This is an optimization exercise on Yosys and OpenROAD, whose aim is small area, a short achievable clock period and few clock cycles per item, not a production implementation.
Function was not checked in any run shown here: the RTL went through the layout flow alone.
Power and IR drop assume default switching activity.

===== design/flow/design.v =====
module fpcvt_align (
    input  wire [3:0]  fmt,
    input  wire [7:0]  ex,
    output wire [5:0]  t,
    output wire [7:0]  ehi
);
    wire f_fp32 = fmt == 4'h0;
    wire f_bf16 = fmt == 4'h1;
    wire f_fp16 = fmt == 4'h2;
    wire f_e4m3 = fmt == 4'h3;
    wire f_e5m2 = fmt == 4'h4;
    wire f_e3m2 = fmt == 4'h5;
    wire f_e2m3 = fmt == 4'h6;
    wire f_e2m1 = fmt == 4'h7;
    wire [7:0] c1 = f_fp16 ? 8'd134 : f_e4m3 ? 8'd149 : f_e5m2 ? 8'd142 : f_e3m2 ? 8'd154 :
                    f_e2m3 ? 8'd155 : f_e2m1 ? 8'd157 : 8'd158;
    wire [5:0] c2 = f_fp32 ? 6'd8   : f_bf16 ? 6'd24  : f_fp16 ? 6'd21  : (f_e4m3 | f_e2m3) ? 6'd28 :
                    (f_e5m2 | f_e3m2) ? 6'd29 : 6'd30;
    wire       fnorm = f_fp32 | f_bf16 |
                       ((f_fp16 | f_e5m2) & (ex >= 8'd113)) | (f_e4m3 & (ex >= 8'd121)) |
                       (f_e3m2 & (ex >= 8'd125)) | ((f_e2m3 | f_e2m1) & (ex >= 8'd127));
    wire [7:0] diff  = c1 - ex;
    wire       tsat  = diff[7] | diff[6];
    assign t = fnorm ? c2 : (diff[5:0] | {6{tsat}});
    assign ehi =
          ({8{f_fp32 | f_bf16}} & ex)
        | ({8{fnorm & (f_fp16 | f_e5m2)}} & {3'd0, ~ex[4], ex[3:0]})
        | ({8{fnorm & f_e4m3}} & {4'd0, ~ex[3], ex[2:0]})
        | ({8{fnorm & f_e3m2}} & {5'd0, ~ex[2], ex[1:0]})
        | ({8{fnorm & (f_e2m3 | f_e2m1)}} & {6'd0, ~ex[1], ex[0]})
        | {7'd0, ~fnorm};
endmodule
module fpcvt_shift (
    input  wire [7:0]  ehi,
    input  wire [22:0] mx,
    input  wire [5:0]  t,
    output wire [32:0] shv,
    output wire        stk
);
    wire [38:0] w     = {ehi, mx, 8'd0};
    wire [39:0] sh    = {w, 1'b0} >> t;
    assign shv = sh[32:0];
    reg  [22:0] smask;
    integer k;
    always @(*)
        for (k = 0; k < 23; k = k + 1)
            smask[k] = (t > k + 9);
    assign stk = |(mx & smask);
endmodule
module fpcvt_range (
    input  wire [3:0]  fmt,
    input  wire        opt,
    input  wire [31:0] x,
    output wire        oa,
    output wire        oc,
    output wire        nan,
    output wire        inf
);
    wire        s    = x[31];
    wire [7:0]  ex   = x[30:23];
    wire [22:0] mx   = x[22:0];
    wire        exz  = ~|ex;
    wire        exo  = &ex;
    wire        mxz  = ~|mx;
    wire f_bf16 = fmt == 4'h1;
    wire f_fp16 = fmt == 4'h2;
    wire f_e4m3 = fmt == 4'h3;
    wire f_e5m2 = fmt == 4'h4;
    wire f_e3m2 = fmt == 4'h5;
    wire f_e2m3 = fmt == 4'h6;
    wire f_e2m1 = fmt == 4'h7;
    wire f_i32  = fmt == 4'h8;
    wire f_i16  = fmt == 4'h9;
    wire f_i8   = fmt == 4'hA;
    wire f_u8   = fmt == 4'hB;
    wire f_i4   = fmt == 4'hC;
    wire f_i2   = fmt == 4'hD;
    wire f_bin  = fmt == 4'hE;
    wire f_fp32 = fmt == 4'h0;
    wire [7:0] kb = f_fp32 ? 8'd255 : f_bf16 ? 8'd254 : (f_fp16 | f_e5m2) ? 8'd142 :
                    f_e4m3 ? 8'd135 : f_e3m2 ? 8'd131 : (f_e2m3 | f_e2m1) ? 8'd129 :
                    f_i32 ? 8'd158 : f_i16 ? 8'd142 : f_i8 ? 8'd134 :
                    f_u8 ? (s ? 8'd126 : 8'd135) : f_i4 ? 8'd130 :
                    ((s & opt) ? 8'd127 : 8'd128);
    wire kge  = ex >= kb;
    wire keq  = ex == kb;
    wire kgt  = kge & ~keq;
    wire mpat = (f_bf16 & (&mx[22:16])) | (f_fp16 & (&mx[22:13])) |
                ((f_e5m2 | f_e3m2) & (&mx[22:21])) | (f_e4m3 & (mx[22:20] == 3'b110)) |
                (f_e2m3 & (&mx[22:20])) | (f_e2m1 & mx[22]);
    wire bpos   = ~s & ~(exo & ~mxz) & ~(exz & mxz);
    assign oa  = f_bin ? bpos : fmt[3] ? (s ? kgt : kge) : ((kgt & ~exo) | (f_e4m3 & keq & (&mx[22:20])));
    assign oc  = fmt[3] ? (~s | keq) : (keq & mpat);
    assign nan = exo & ~mxz;
    assign inf = exo & mxz;
endmodule
module fpcvt_round (
    input  wire [3:0]  fmt,
    input  wire        opt,
    input  wire        s,
    input  wire        nan,
    input  wire        inf,
    input  wire        oa,
    input  wire        oc,
    input  wire [31:0] ain,        
    input  wire        guard,
    input  wire        stk,
    output wire [31:0] res,
    output wire        r_ovf,
    output wire        r_nan
);
    wire g_fp32 = fmt == 4'h0;
    wire g_bf16 = fmt == 4'h1;
    wire g_fp16 = fmt == 4'h2;
    wire g_e4m3 = fmt == 4'h3;
    wire g_e5m2 = fmt == 4'h4;
    wire g_e3m2 = fmt == 4'h5;
    wire g_e2m3 = fmt == 4'h6;
    wire g_e2m1 = fmt == 4'h7;
    wire g_i32  = fmt == 4'h8;
    wire g_i16  = fmt == 4'h9;
    wire g_i8   = fmt == 4'hA;
    wire g_u8   = fmt == 4'hB;
    wire g_i4   = fmt == 4'hC;
    wire g_i2   = fmt == 4'hD;
    wire g_bin  = fmt == 4'hE;
    wire isint  = fmt[3];
    wire neg    = isint & s;
    wire        up    = guard & (stk | (ain[0] ^ neg));
    wire        cin   = up ^ neg;
    wire [7:0]  grp;
    wire [32:0] pre;
    genvar gi;
    generate for (gi = 0; gi < 8; gi = gi + 1) begin : g_grp
        assign grp[gi] = &ain[4*gi+3:4*gi];
    end endgenerate
    wire [8:0]  gpre;
    assign gpre[0] = 1'b1;
    generate for (gi = 1; gi < 9; gi = gi + 1) begin : g_gpre
        assign gpre[gi] = gpre[gi-1] & grp[gi-1];
    end endgenerate
    generate for (gi = 0; gi < 8; gi = gi + 1) begin : g_pre
        assign pre[4*gi]   = gpre[gi];
        assign pre[4*gi+1] = gpre[gi] & ain[4*gi];
        assign pre[4*gi+2] = gpre[gi] & (&ain[4*gi+1:4*gi]);
        assign pre[4*gi+3] = gpre[gi] & (&ain[4*gi+2:4*gi]);
    end endgenerate
    assign pre[32] = gpre[8];
    wire [31:0] r     = ain ^ ({32{cin}} & pre[31:0]);
    wire lb = (g_i32 & pre[31]) | (g_i16 & pre[15]) | (g_i8 & pre[7]) |
              (g_u8 & (s | pre[8])) | (g_i4 & pre[3]) |
              (g_i2 & ((s & opt) | ain[0])) | ~isint;
    wire ovf  = oa | (neg ? (oc & (~lb | up)) : (oc & up & lb));
    wire [31:0] wmask = g_fp32 | g_i32 ? 32'hFFFFFFFF :
                        (g_bf16 | g_fp16 | g_i16) ? 32'h0000FFFF :
                        (g_e4m3 | g_e5m2 | g_i8 | g_u8) ? 32'h000000FF :
                        (g_e3m2 | g_e2m3) ? 32'h0000003F :
                        (g_e2m1 | g_i4) ? 32'h0000000F :
                        g_i2 ? 32'h00000003 : 32'h00000001;
    wire [31:0] wtop  = wmask ^ {1'b0, wmask[31:1]};    
    wire fhasinf = g_fp32 | g_bf16 | g_fp16 | g_e5m2;
    wire fhasnan = fhasinf | g_e4m3;
    wire selr = ~nan & ~inf & ~ovf & ~g_bin;
    wire [31:0] fnan = g_fp32 ? 32'h7FC00000 : g_bf16 ? 32'h7FC0 : g_fp16 ? 32'h7E00 :
                       g_e5m2 ? 32'h7E : g_e4m3 ? 32'h7F : 32'd0;
    wire [31:0] finf = g_fp32 ? 32'h7F800000 : (g_bf16 ? 32'h7F80 : 32'd0) | (g_fp16 ? 32'h7C00 : 32'd0) |
                       (g_e5m2 ? 32'h7C : 32'd0);
    wire [31:0] fmax = g_fp32 ? 32'h7F7FFFFF : g_bf16 ? 32'h7F7F : g_fp16 ? 32'h7BFF :
                       g_e5m2 ? 32'h7B : g_e4m3 ? 32'h7E : (g_e3m2 | g_e2m3) ? 32'h1F : 32'h7;
    wire useinf = fhasinf & (inf | opt);
    wire [31:0] fcon = nan ? fnan : ((useinf ? finf : fmax) | (wtop & {32{s}}));
    wire [31:0] icon = nan ? 32'd0 :
                       s ? (g_u8 ? 32'd0 : (g_i2 & opt) ? 32'h3 : wtop) :
                           (g_u8 ? 32'hFF : {1'b0, wmask[31:1]});
    wire [31:0] ccon = g_bin ? {31'd0, oa} : isint ? icon : fcon;
    assign res   = selr ? ((r & wmask) | (wtop & {32{s & ~isint}})) : ccon;
    assign r_nan = nan & ~(fhasnan & ~isint);
    assign r_ovf = ~nan & ~g_bin & ((inf & ~isint) ? ~fhasinf : ovf);
endmodule
module fpcvt (
    input  wire        clk,
    input  wire        rst,
    input  wire        in_valid,
    output wire        in_ready,
    input  wire [31:0] x,
    input  wire [3:0]  fmt,
    input  wire        ovf_ieee,
    input  wire        tern,
    output reg         out_valid,
    output reg  [31:0] y,
    output reg         flag_ovf,
    output reg         flag_nan
);
    assign in_ready = 1'b1;
    reg        v1;
    reg [31:0] x1;
    reg [3:0]  fmt1;
    reg        opt1;
    always @(posedge clk) begin
        if (rst) v1 <= 1'b0;
        else     v1 <= in_valid;
        x1   <= x;
        fmt1 <= fmt;
        opt1 <= fmt[3] ? tern : ovf_ieee;
    end
    wire [5:0]  t;
    wire [7:0]  ehi;
    wire [32:0] shv;
    wire        stk1, oa1, oc1, nan1, inf1;
    fpcvt_align u_align (.fmt(fmt1), .ex(x1[30:23]), .t(t), .ehi(ehi));
    fpcvt_shift u_shift (.ehi(ehi), .mx(x1[22:0]), .t(t), .shv(shv), .stk(stk1));
    fpcvt_range u_range (.fmt(fmt1), .opt(opt1), .x(x1), .oa(oa1), .oc(oc1), .nan(nan1), .inf(inf1));
    reg        v2;
    reg [31:0] ain;
    reg        guard, stk;
    reg        s2, nan2, inf2, oa2, oc2, opt2;
    reg [3:0]  fmt2;
    always @(posedge clk) begin
        if (rst) v2 <= 1'b0;
        else     v2 <= v1;
        ain   <= shv[32:1] ^ {32{fmt1[3] & x1[31]}};
        guard <= shv[0];
        stk   <= stk1;
        s2    <= x1[31];
        nan2  <= nan1;
        inf2  <= inf1;
        oa2   <= oa1;
        oc2   <= oc1;
        opt2  <= opt1;
        fmt2  <= fmt1;
    end
    wire [31:0] res;
    wire        r_ovf, r_nan;
    fpcvt_round u_round (.fmt(fmt2), .opt(opt2), .s(s2), .nan(nan2), .inf(inf2), .oa(oa2), .oc(oc2),
                         .ain(ain), .guard(guard), .stk(stk), .res(res), .r_ovf(r_ovf), .r_nan(r_nan));
    always @(posedge clk) begin
        if (rst) out_valid <= 1'b0;
        else     out_valid <= v2;
        y        <= res;
        flag_ovf <= r_ovf;
        flag_nan <= r_nan;
    end
endmodule

===== design/flow/flow/run.sh =====
#!/bin/bash
set -euo pipefail
export BUFFER_PORTS_ARGS="-buffer_cell sky130_fd_sc_hd__buf_2"
export SETUP_SLACK_MARGIN=12.6
bash standard.sh > standard.log 2>&1

===== design/flow/standard.sh =====
#!/bin/bash
# synth_recipe.tcl (not shown) runs the flow's synth.tcl, then flattens the netlist and writes it again
# the make line also repeats each setting of config.mk as NAME=value (left out here)
make -C /OpenROAD-flow-scripts/flow DESIGN_CONFIG=/design/flow/config.mk WORK_HOME=/design/flow/orfs CLKGATE_MAP_FILE= SYNTH_SCRIPT=/design/flow/synth_recipe.tcl "${@:-finish}"

===== design/flow/config.mk =====
export PLATFORM = sky130hd
export DESIGN_NAME = fpcvt
export DESIGN_NICKNAME = fpcvt
export VERILOG_FILES = /design/flow/design.v
export SDC_FILE = /design/flow/constraint.sdc
export NUM_CORES = 4
export LEC_CHECK = 0
export CAP_MARGIN = 20
export CORE_MARGIN = 2
export CORE_UTILIZATION = 40
export CTS_BUF_LIST = sky130_fd_sc_hd__clkbuf_8
export SLEW_MARGIN = 20

===== design/flow/constraint.sdc =====
create_clock -name core_clock -period 17.0 [get_ports {clk}]
set_input_delay 3.4000 -clock core_clock [delete_from_list [all_inputs] [get_ports {clk}]]
set_output_delay 3.4000 -clock core_clock [all_outputs]
set_load 0.01 [all_outputs]

==> out/results.tsv, run 1 <==
stage	metric	value	unit
worst_setup_path	cp-start-kind	register	
clock_network	cts_hold_buf	0	
yosys	synth_top_family_by_area	compound AO/OA/AOI/OAI gates	
status	outcome	timing/DRC/antenna clean	
yosys	ys.flop_type	dfxtp_1	
detailed_routing	wire_per_inst	20.0	um
clock_network	cts_buffers	17	
yosys	netlist_area	7780	um^2
timing	drv_slew	0	
yosys	synth_compound_area_frac	0.266	
yosys	yosys.area_share.adder	0.0264	
clock_network	cts_root_buffer	clkbuf_8	
detailed_routing	route.detailed.drc	0	
timing	setup_viol	0	
yosys	synth_top_area_frac	0.303	
yosys	synth_commonest_cells	118 x dfxtp_1, 92 x nand2_1, 85 x o21ai_0	
yosys	synthMuxAreaShare	0.0699	
layout	area_delta_synth_final	16.1	%
timing	fin_crit_sh	0.256	
power	max-vdd-ir-drop	0.0515	mV
worst_setup_path	critPathMaxFanout	28	
global_routing	grt_max_degree	40	
worst_setup_path	reg2reg_from	fmt1[3]	
timing	hold_viol	0	
worst_hold_path	hp-class	reg -> reg	
worst_setup_path	rrSetupSlack	12.66	ns
yosys	yosys.area.top_type	dfxtp_1	
place	gp_congestion	0.978	
worst_hold_path	min-delay-start	v1	
clock_network	path_clk_slew	0.09	ns
floorplanning	die_area	20600	um^2
timing	tns	0	ns
yosys	synth.area.top_cells	dfxtp_1 30%, mux2i_1 5.7%, o21ai_0 5.5%	
detailed_routing	drt_iter0_markers	1039	
yosys	yosysMostFrequentCell	dfxtp_1	
global_routing	grt_first_pass_wirelength	39800	um
layout	post-route-util	0.469	
global_routing	gr-total-overflow	0	
yosys	ys_seq_elements	118	
timing	fin_skew	0.0211	ns
yosys	synth-xor-area-share	0.0754	
floorplanning	io_pins	77	
layout	nNetsFinal	1095	
timing	relSlewSlack	0.287	
global_routing	grt.total_usage	0.248	
yosys	syn_nets	1036	
floorplanning	initial_utilization	0.404	
place	pre_cts_slack	11.59	ns
yosys	ys_async_sr_fraction	0	
detailed_routing	ant_nets	0	
worst_setup_path	reg2reg_depth	15	
detailed_routing	wl_met3	2660	um
yosys	synth_edf_count	0	
layout	drive_gt1_frac	0.185	
yosys	synth.distinct_cells	89	
yosys	seq_area_frac_synth	0.303	
worst_hold_path	min_to	v2	
yosys	synthSimpleGateAreaFrac	0.207	
worst_setup_path	worstPathRequired	17.32	ns
worst_setup_path	crit_type	reg -> reg	
floorplanning	die_y	144	um
worst_hold_path	hold_path_depth	1	
place	port_buffers	75	
place	dpl.hpwl	17700	um
detailed_routing	wl_met2	11800	um
layout	insertedDiodeCount	0	
worst_setup_path	setup.worst_path.end_class	register	
clock_network	cts_tree	yes	
place	place_inst	1267	
yosys	syn_avg_cell_area	7.94	um^2
clock_network	clkLatencyLatePin	0.46	ns
clock_network	htree_levels	4	
detailed_routing	wirelength	26400	um
floorplanning	die_x	144	um
timing	rsz0062_at_grt	yes	
floorplanning	core	19300	um^2
clock_network	cts_max_path_buffers	2	
timing	final.setup.worst_slack	12.66	ns
timing	max_freq	0.230	GHz
yosys	syn_inst	980	
detailed_routing	route.vias.total	8151	
power	power_density	93.3	nW/um^2
floorplanning	fp-row-count	51	
job	maxCapViolations	0	
power	power.leakage	3.47	nW
timing	worst_pin_slew	1.06	ns
worst_setup_path	rr_endpoint	ain[4]	
detailed_routing	dr.pass1.iters	9	
timing	min_period	4.34	ns
detailed_routing	avgViaCountPerCell	6.19	
layout	fill_cells	1951	
layout	final_cells	1317	
clock_network	cts.sinks	118	
yosys	synth_warnings	2	
global_routing	first_global_vias	7124	
global_routing	antenna_found_initial	0	
detailed_routing	m1WireLength	10800	um
worst_setup_path	arrival	4.66	ns
detailed_routing	topRoutingLayerUsed	met4	
[per-stage QoR]
step	area (um^2)	hold slack (ns)	total power, mW
after floorplan	7780	0.326	0.491
after global placement	8250	0.418	0.555
after detailed placement	8250	0.434	0.554
after CTS	8730	0.453	0.823
after global routing	9040	0.453	0.885
final	9040	0.451	0.843
[area by class of cell]
class	instances	area [um^2]	area share
clock buffer	17	234	0.0259
clock inverter	15	156	0.0173
inverter	19	71.3	0.00789
multi-input combinational	784	5270	0.583
sequential	118	2370	0.262
tap	265	332	0.0367
timing repair buffer	99	602	0.0666
[registers in the layout, indices dropped and copies added, names as in the netlist, 4 cells and up]
name	flops
ain	32
fmt1	4
fmt2	4
x1	32
y	32
[metal layers]
| layer | vias up | GRT usage |
|---|---|---|
| li1 | 3764 | - |
| met1 | 3738 | 0.333 |
| met2 | 539 | 0.389 |
| met3 | 110 | 0.0570 |
| met4 | 0 | 0.0888 |
| met5 | - | 0 |
[how the worst max path moves through the flow]
stage,cells past startpoint,from,to
floorplan,18,fmt1[1],ain[1]
global placement,15,fmt1[1],ain[10]
detailed placement,15,fmt1[1],ain[10]
CTS,16,fmt1[3],ain[13]
global route,17,fmt1[3],ain[9]
finish,15,fmt1[3],ain[4]
[placed cells by master, fill, tap and decap left out, drive strengths merged, types with 14 or more instances in the layout]
master / count
xnor2: 32
nand3: 42
o22ai: 17
a22oi: 24
dfxtp: 118
a21oi: 66
nor2b: 14
nor3: 29
ha: 14
clkbuf: 18
buf: 98
xor2: 35
inv: 27
o21ai: 88
mux2i: 45
nor2: 86
nand2: 93
[critical path: stages (launching register included)]
cell,delay [ns]
dfxtp_1,0.30
buf_4,0.21
or2_1,0.27
or2_2,0.32
ha_2,0.43
nor3b_1,0.07
a31oi_1,0.13
o21ai_0,0.09
a311oi_1,0.77
o31ai_4,0.16
and2_2,0.34
nand2_1,0.33
nor3_1,0.18
a211oi_1,0.30
o21ai_1,0.14
xor2_1,0.16
[cells by family (layout without fill, tap and decap cells)]
group,count (synthesis),count (layout)
buffers and inverters,82,150
other,1,1
adders and majority gates,16,16
DFF,118,118
xor gates and xnor gates,67,67
AOI/OAI and AO/OA,312,315
and+or+nand+nor,331,332
muxes,53,53
[power breakdown]
group	switching, mW	internal (mW)	total (mW)
logic	0.154	0.0963	0.251
clock network	0.140	0.122	0.262
registers	0.0284	0.302	0.331
[repair_timing]
item | 4_1_cts | 5_1_grt
gates resized for setup | 14 | 39
buffers inserted | 0 | 12
setup endpoints to repair | 33 | 29
cloned | 1 | 5
pin swaps | 1 | 9
==> inputs of run 2 (changes only) <==
--- a/design/flow/config.mk
+++ b/design/flow/config.mk
@@ -7,6 +7,7 @@
 export LEC_CHECK = 0
 export CAP_MARGIN = 20
 export CORE_MARGIN = 2
-export CORE_UTILIZATION = 40
+export CORE_UTILIZATION = 55
 export CTS_BUF_LIST = sky130_fd_sc_hd__clkbuf_8
+export CTS_CLUSTER_SIZE = 30
 export SLEW_MARGIN = 20
==> run 2 against run 1 <==
Net effect: still clean; die area down 27%; largest cell class unchanged; synthesized area stayed put; worst setup slack got worse by 0.037 ns; wire length increased by 3.4%.
==> out/results.tsv, run 2 <==
stage	metric	value	unit	change
global_routing	antenna_found_initial	0		unchanged
layout	final_common_cell	dfxtp_1		
yosys	syn_avg_cell_area	7.94	um^2	unchanged
floorplanning	fp-row-count	43		-16%
place	placed_area	8140	um^2	-1.4%
yosys	ys_async_sr_fraction	0		unchanged
global_routing	gr-total-overflow	0		unchanged
timing	tns	0	ns	unchanged
floorplanning	io_pins	77		unchanged
global_routing	grtUsageMet3	0.0904		+0.0334
timing	worst_pin_slew	1.23	ns	+0.173 ns
yosys	syn_inst	980		unchanged
place	dpl.hpwl	18000	um	+1.6%
timing	max_freq	0.228	GHz	-0.85%
power	power.share.sequential	0.383		-0.009
yosys	ys.flop_type	dfxtp_1		
timing	fin_crit_sh	0.258		+0.00219
yosys	synth.distinct_cells	89		unchanged
yosys	syn_nets	1036		unchanged
yosys	yosys.area.top_type	dfxtp_1		
detailed_routing	wire_per_inst	21.9	um	+9.5%
power	p_comb_frac	0.306		+0.009
detailed_routing	wirelength	27300	um	+3.4%
worst_hold_path	hp-class	reg -> reg		
worst_setup_path	cp-start-kind	register		
layout	fill_cells	1156		-41%
yosys	synth_warnings	2		unchanged
worst_setup_path	path_cells	inv_1 > nor2_1 > o21ai_0 > ha_1 > nor2b_2 > o2111ai_1 > and4_4 > buf_4 > nor2_4 > o41a_4 > buf_4 > mux2_1 > a32o_1 > nor2_1 > o2bb2ai_1 > nor3_2 > xor2_1		
clock_network	cts_hold_buf	0		unchanged
layout	insertedDiodeCount	0		unchanged
detailed_routing	route.vias.total	8415		+3.2%
clock_network	path_clk_slew	0.08	ns	about the same
detailed_routing	ant_nets	0		unchanged
place	pre_cts_slack	11.36	ns	-0.230 ns
floorplanning	die_area	15100	um^2	-27%
place	place_inst	1181		-6.8%
timing	final.setup.worst_slack	12.62	ns	-0.0372 ns
yosys	synth_edf_count	0		unchanged
timing	hold_slack	0.451	ns	-0.000798 ns
layout	reg_top3	ain x32, x1 x32, y x32		
timing	drv_slew	0		unchanged
clock_network	cts_max_path_buffers	2		unchanged
worst_setup_path	crit_type	reg -> reg		
yosys	synth_top_area_frac	0.303		unchanged
clock_network	cts_tree	yes		
layout	area_delta_synth_final	17.3	%	
worst_setup_path	setup.worst_path.end_class	register		
timing	relSlewSlack	0.170		-0.116
worst_setup_path	critPathBufInv	3		+2
detailed_routing	dr.pass1.iters	8		-1
power	max-vdd-ir-drop	0.0610	mV	+19%
worst_setup_path	path_delay_family	compound AO/OA/AOI/OAI gates		
timing	fin_skew	0.0151	ns	-0.00601 ns
global_routing	first_global_vias	7458		+4.7%
worst_setup_path	arrival	4.75	ns	+0.09 ns
yosys	netlist_area	7780	um^2	unchanged
place	port_buffers	75		unchanged
layout	post-route-util	0.660		+0.191
layout	final_cells	1243		-5.6%
power	power.leakage	3.55	nW	+2.2%
global_routing	grt_max_degree	40		unchanged
timing	rsz0062_at_grt	yes		
yosys	yosysMostFrequentCell	dfxtp_1		
yosys	synth.area.top_cells	dfxtp_1 30%, mux2i_1 5.7%, o21ai_0 5.5%		
power	p_int	0.539	mW	+3.7%
place	gp_congestion	1.03		+5.1%
clock_network	htree_levels	4		unchanged
yosys	seq_area_frac_synth	0.303		unchanged
worst_setup_path	slowest_stage	o41a_4		
worst_setup_path	critPathMaxFanout	18		-36%
power	swShare	0.377		-0.00629
global_routing	gr-max-usage-layer	met2		
yosys	ys_seq_elements	118		unchanged
clock_network	clkLatencyLatePin	0.46	ns	about the same
global_routing	grt_first_pass_wirelength	40300	um	+1.4%
yosys	synth_commonest_cells	118 x dfxtp_1, 92 x nand2_1, 85 x o21ai_0		
worst_setup_path	worstPathRequired	17.37	ns	+0.05 ns
timing	min_period	4.38	ns	+0.0372 ns
power	power_density	94.8	nW/um^2	+1.6%
timing	setup_viol	0		unchanged
clock_network	cts_buffers	17		unchanged
floorplanning	die_x	123	um	-14%
global_routing	met2_usage	0.546		+0.157
power	p_sw	0.326	mW	+0.95%
power	p_total	0.865	mW	+2.6%
floorplanning	initial_utilization	0.563		+0.159
layout	final_cell_mix	115 x dfxtp_1, 89 x nand2_1, 81 x o21ai_0, 80 x nor2_1, 75 x buf_2		
detailed_routing	avgViaCountPerCell	6.77		+9.4%
power	clkPwrFrac	0.311		about the same
layout	final_area	9130	um^2	+1.0%
job	maxCapViolations	0		unchanged
status	outcome	timing/DRC/antenna clean		
global_routing	grt_use_met1	0.436		+0.103
global_routing	grt.total_usage	0.346		+0.0980
clock_network	cts_root_buffer	clkbuf_8		
floorplanning	core	13800	um^2	-28%
layout	nNetsFinal	1106		+1.0%
clock_network	cts.sinks	118		unchanged
floorplanning	die_y	123	um	-14%
worst_setup_path	max_stage_delay	0.56	ns	-0.21 ns
layout	drive_gt1_frac	0.204		+0.0188
timing	hold_viol	0		unchanged
detailed_routing	route.detailed.drc	0		unchanged
detailed_routing	drt_iter0_markers	1311		+26%
## run 2: cell types whose count changed in the layout (fill, tap and decap cells not counted), moves of 2 or more
cell | before | now
a2111oi_1 | 0 | 2
buf_4 | 17 | 27
clkinv_4 | 1 | 3
inv_6 | 6 | 4
inv_8 | 4 | 2
mux2i_1 | 38 | 35
mux2i_2 | 6 | 8
nor2b_1 | 14 | 12
nor2b_2 | 0 | 2
## run 2: worst reg2reg max path, delay by kind of cell (launching register included)
kind	cells	cell delay, ns
AOI/OAI and AO/OA	5	1.34
xor gates and xnor gates	1	0.19
adders and majority gates	1	0.39
buffers and inverters	3	0.43
DFF	1	0.46
muxes	1	0.32
and+or+nand+nor	6	1.17
## run 2: final timing paths
check	start	end	slack [ns]	depth (start not counted)
setup / recovery	fmt1[0]	ain[7]	12.62	17
hold / removal	v2	out_valid	0.45	1
setup reg to reg	fmt1[0]	ain[7]	12.62	17
hold reg to reg	v2	out_valid	0.45	1
## run 2: logic make-up (layout without fill, tap and decap cells)
kind of cell | count (synthesis) | count (layout) | share of synthesized area
compound gates | 312 | 316 | 0.266
xor+xnor | 67 | 67 | 0.0754
fa+ha+maj | 16 | 16 | 0.0264
buf+inv | 82 | 160 | 0.0518
flops | 118 | 118 | 0.303
mux | 53 | 53 | 0.0699
other cells | 1 | 1 | 0.000482
simple gates | 331 | 332 | 0.207
## run 2: power by group through the flow
stage                     sequential, mW  clock, mW  combinational [mW]
final                              0.332      0.269               0.265
after global routing               0.335      0.286               0.281
after CTS                          0.330      0.272               0.231
after global placement             0.336          0               0.217
after floorplan                    0.329          0               0.162
after detailed placement           0.337          0               0.218
## run 2: timing repair
action,4_1_cts,5_1_grt
gates resized for setup,29,44
setup endpoints to repair,33,33
pin swaps,1,10
cloned,2,5
setup buffers,1,22
## run 2: metal layers
layer / vias to the layer above / routed length (um)
li1: 3791 / -
met1: 3803 / 10400
met2: 653 / 12100
met3: 168 / 3110
met4: 0 / 1660
met5: - / 0
## run 2: final cells by class
type	instances	area, um^2	share of cell area
multi-input combinational	785	5350	0.586
sequential	118	2370	0.260
timing repair buffer	109	704	0.0772
clock buffer	17	234	0.0256
tap	180	225	0.0247
clock inverter	15	170	0.0186
inverter	19	71.3	0.00781

## what the ideal ports hide
The results above use ideal ports. As a check the final layouts listed here were re-extracted and re-timed, cells and wires unchanged. Step 1 assumes that a clkbuf_16 drives the clock port and a buf_2 every other input. Step 2 adds t to the input delays and takes it off the output delays; t is the mean of the earliest and latest rising clock arrival at the registers after step 1. Input paths then give back, and output paths get back, about the clock's delay inside the block. Slacks: ideal / step 1 / step 2; pairs: ideal / step 1.
run	shift t [ns]	setup WS [ns]	hold WS [ns]	worst setup path at the end
run 1	0.495	12.656 / 12.656 / 12.656	0.451 / 0.451 / 0.451	register to register
run 2	0.489	12.619 / 12.619 / 12.619	0.451 / 0.451 / 0.451	register to register
After both steps setup and hold are still met in every run listed.
